This is an optimization exercise on Yosys and OpenROAD, whose aim is small area, a short achievable clock period and few clock cycles per item, not a production implementation.
In this exercise RTL edits were held to simulation tests only and were not proved equivalent to the original.
Power and IR drop assume default switching activity.

## hdec
module hdec (
    input  wire        clk,
    input  wire        rst,
    input  wire        cmd_valid,
    output wire        cmd_ready,
    input  wire        cmd_op,
    input  wire [7:0]  cmd_len,
    input  wire        in_valid,
    output wire        in_ready,
    input  wire [31:0] in_data,
    output reg         sym_valid,
    input  wire        sym_ready,
    output wire [3:0]  sym_cnt,
    output wire [63:0] sym_data,
    output reg         rsp_valid,
    output reg  [3:0]  rsp_status
);
clock: 11.0 ns
lec_check: 0
cap_margin: 20
core_margin: 2
core_utilization: 40
place_density: 0.6
slew_margin: 20
run.sh (not shown) runs the stock make flow with config.mk's settings and CLKGATE_MAP_FILE= SYNTH_SCRIPT=/design/flow/synth_recipe.tcl, a recipe that flattens the netlist after the stock synthesis.
The first run finished but fails on antenna violations.
Testbench counts at the start, summed over its fixed seeds: cycles 341,672, items 330,176.
==> next run, changes <==
--- a/flow/design.v
+++ b/flow/design.v
@@ -26,31 +26,28 @@
     localparam [2:0] S_COUNT  = 3'd2;
     localparam [2:0] S_PLACE  = 3'd3;
     localparam [2:0] S_DEC    = 3'd4;
     localparam [2:0] S_FIN    = 3'd5;
     localparam [2:0] S_DRAIN  = 3'd6;
     localparam [2:0] S_RSP    = 3'd7;
     reg [2:0] state;
     reg [3:0] status;
-    reg [7:0] sym_idx;
-    wire [7:0] sym_byte = sorted[sym_idx];
+    reg [7:0] sym_byte;
     assign sym_cnt  = 4'd1;
     assign sym_data = {56'd0, sym_byte};
     reg        tbl_valid;
     reg [3:0]  tbl_fmt;
     reg [3:0]  tbl_maxlen;           
     reg [3:0]  lens   [0:255];       
     reg [7:0]  sorted [0:255];       
     reg [8:0]  count  [1:12];
     reg [11:0] first  [1:12];
     reg [8:0]  base   [1:12];
     reg [8:0]  nxt    [1:12];        
-    reg [12:0] lim    [1:12];        
-    reg [12:1] cnz;                  
     reg [5:0]  ld_word;              
     reg [5:0]  ld_nwords;            
     reg [5:0]  ld_nlwords;           
     reg        ld_bad;
     reg [8:0]  bsym;                 
     reg [19:0] kraft;
     reg [8:0]  npresent;
     reg [3:0]  maxl;
@@ -93,17 +90,17 @@
     integer    n;
     always @(*) begin
         hit  = 1'b0;
         mlen = 4'd0;
         midx = 8'd0;
         v    = 12'd0;
         for (n = 1; n <= 12; n = n + 1) begin
             v = window >> (12 - n);
-            if (!hit && cnz[n] && ({1'b0, v} < lim[n])) begin
+            if (!hit && count[n] != 9'd0 && ({1'b0, v} < ({1'b0, first[n]} + {4'd0, count[n]}))) begin
                 hit  = 1'b1;
                 mlen = n[3:0];
                 midx = base[n][7:0] + (v[7:0] - first[n][7:0]);
             end
         end
     end
     wire out_free  = !sym_valid || sym_ready;
     wire dec_try   = (state == S_DEC) && (codes_left != 10'd0) && out_free &&
@@ -120,17 +117,16 @@
     assign cmd_ready = (state == S_IDLE);
     assign in_ready  = (state == S_LOAD) ||
                        ((state == S_DEC) && (bytes_rem != 8'd0) && (nbuf <= 7'd32)) ||
                        ((state == S_DRAIN) && (bytes_rem != 8'd0));
     wire in_fire = in_valid && in_ready;
     wire [6:0]  nbuf_after = nbuf - {3'd0, used};
     wire [63:0] buf_after  = bitbuf << used;
     wire [63:0] buf_in     = {(word_bits & word_mask), 32'd0} >> nbuf_after;
-    wire [63:0] buf_pre    = {(word_bits & word_mask), 32'd0} >> nbuf;
     wire [10:0] rem_bits = {4'd0, nbuf} + {bytes_rem, 3'b000};
     wire [63:0] pad_mask = ~(64'hFFFF_FFFF_FFFF_FFFF >> rem_bits[2:0]);
     always @(posedge clk) begin
         if (rst) begin
             state      <= S_IDLE;
             tbl_valid  <= 1'b0;
             sym_valid  <= 1'b0;
             rsp_valid  <= 1'b0;
@@ -197,18 +193,16 @@
                     state  <= S_RSP;
                 end else if (bsym == nsym) begin
                     if (maxl != tbl_maxlen || npresent < 9'd2 || kraft != 20'd4096) begin
                         status <= ST_TBL_BAD;
                         state  <= S_RSP;
                     end else begin
                         for (i = 1; i <= 12; i = i + 1) begin
                             first[i] <= fc_first[i];
-                            lim[i]   <= {1'b0, fc_first[i]} + {4'd0, count[i]};
-                            cnz[i]   <= (count[i] != 9'd0);
                             base[i]  <= fc_base[i];
                             nxt[i]   <= fc_base[i];
                         end
                         bsym  <= 9'd0;
                         state <= S_PLACE;
                     end
                 end else begin
                     if (cur_len > 4'd12) begin
@@ -238,21 +232,21 @@
             end
             S_DEC: begin
                 if (dec_over) begin
                     status <= ST_OVERRUN;
                     state  <= S_DRAIN;
                 end else begin
                     if (dec_fire) begin
                         sym_valid  <= 1'b1;
-                        sym_idx    <= midx;
+                        sym_byte   <= sorted[midx];
                         codes_left <= codes_left - 10'd1;
                     end
                     if (in_fire) begin
-                        bitbuf    <= (bitbuf | buf_pre) << used;
+                        bitbuf    <= buf_after | buf_in;
                         nbuf      <= nbuf_after + {1'b0, take_bytes, 3'b000};
                         bytes_rem <= bytes_rem - {5'd0, take_bytes};
                     end else begin
                         bitbuf <= buf_after;
                         nbuf   <= nbuf_after;
                     end
                     if (dec_fire && codes_left == 10'd1)
                         state <= S_FIN;
This time the run finished with timing, DRC and antenna clean. Setup slack improved by 0.20 ns. Final area climbs by a few percent. Total power went up by well over a third. Cell count rises by about a fifth. Via count increases by about a fifth. Area after synthesis rose slightly. Routed wire length climbs by about a fifth. Count of clock-buffer cells in the layout falls by 18. Sequential cell count fell by 51. First-iteration DRC count climbs by a quarter to a third. Register-to-register slack gets better by 0.20 ns.
Testbench counts after the change, summed over its fixed seeds: cycles 341,672, items 330,176.

## static timing again, ports no longer ideal
The flow's constraints put no driver on any port. The routed layouts listed below were extracted and timed again, unchanged, in two steps.
Step 1: set_driving_cell puts a clkbuf_16 on clk and a buf_2 on each other input, an assumption about the parent block.
Step 2, shift: input delay + t, output delay - t, t = (earliest + latest rising clock arrival at the registers) / 2. This alone moves slack from input paths to output paths.
Slacks: ideal ports / drivers / drivers and shift; pairs: ideal ports / drivers.
| run | shift t [ns] | setup slack, ns | worst hold slack (ns) | worst slew at a driven data input, ns |
|---|---|---|---|---|
| the first run | 1.038 | 1.406 / 1.406 / 1.406 | 0.422 / 0.422 / 0.422 | 0.10 |
| the second run | 1.083 | 1.604 / 1.604 / 1.604 | 0.454 / 0.454 / 0.454 | 0.05 |
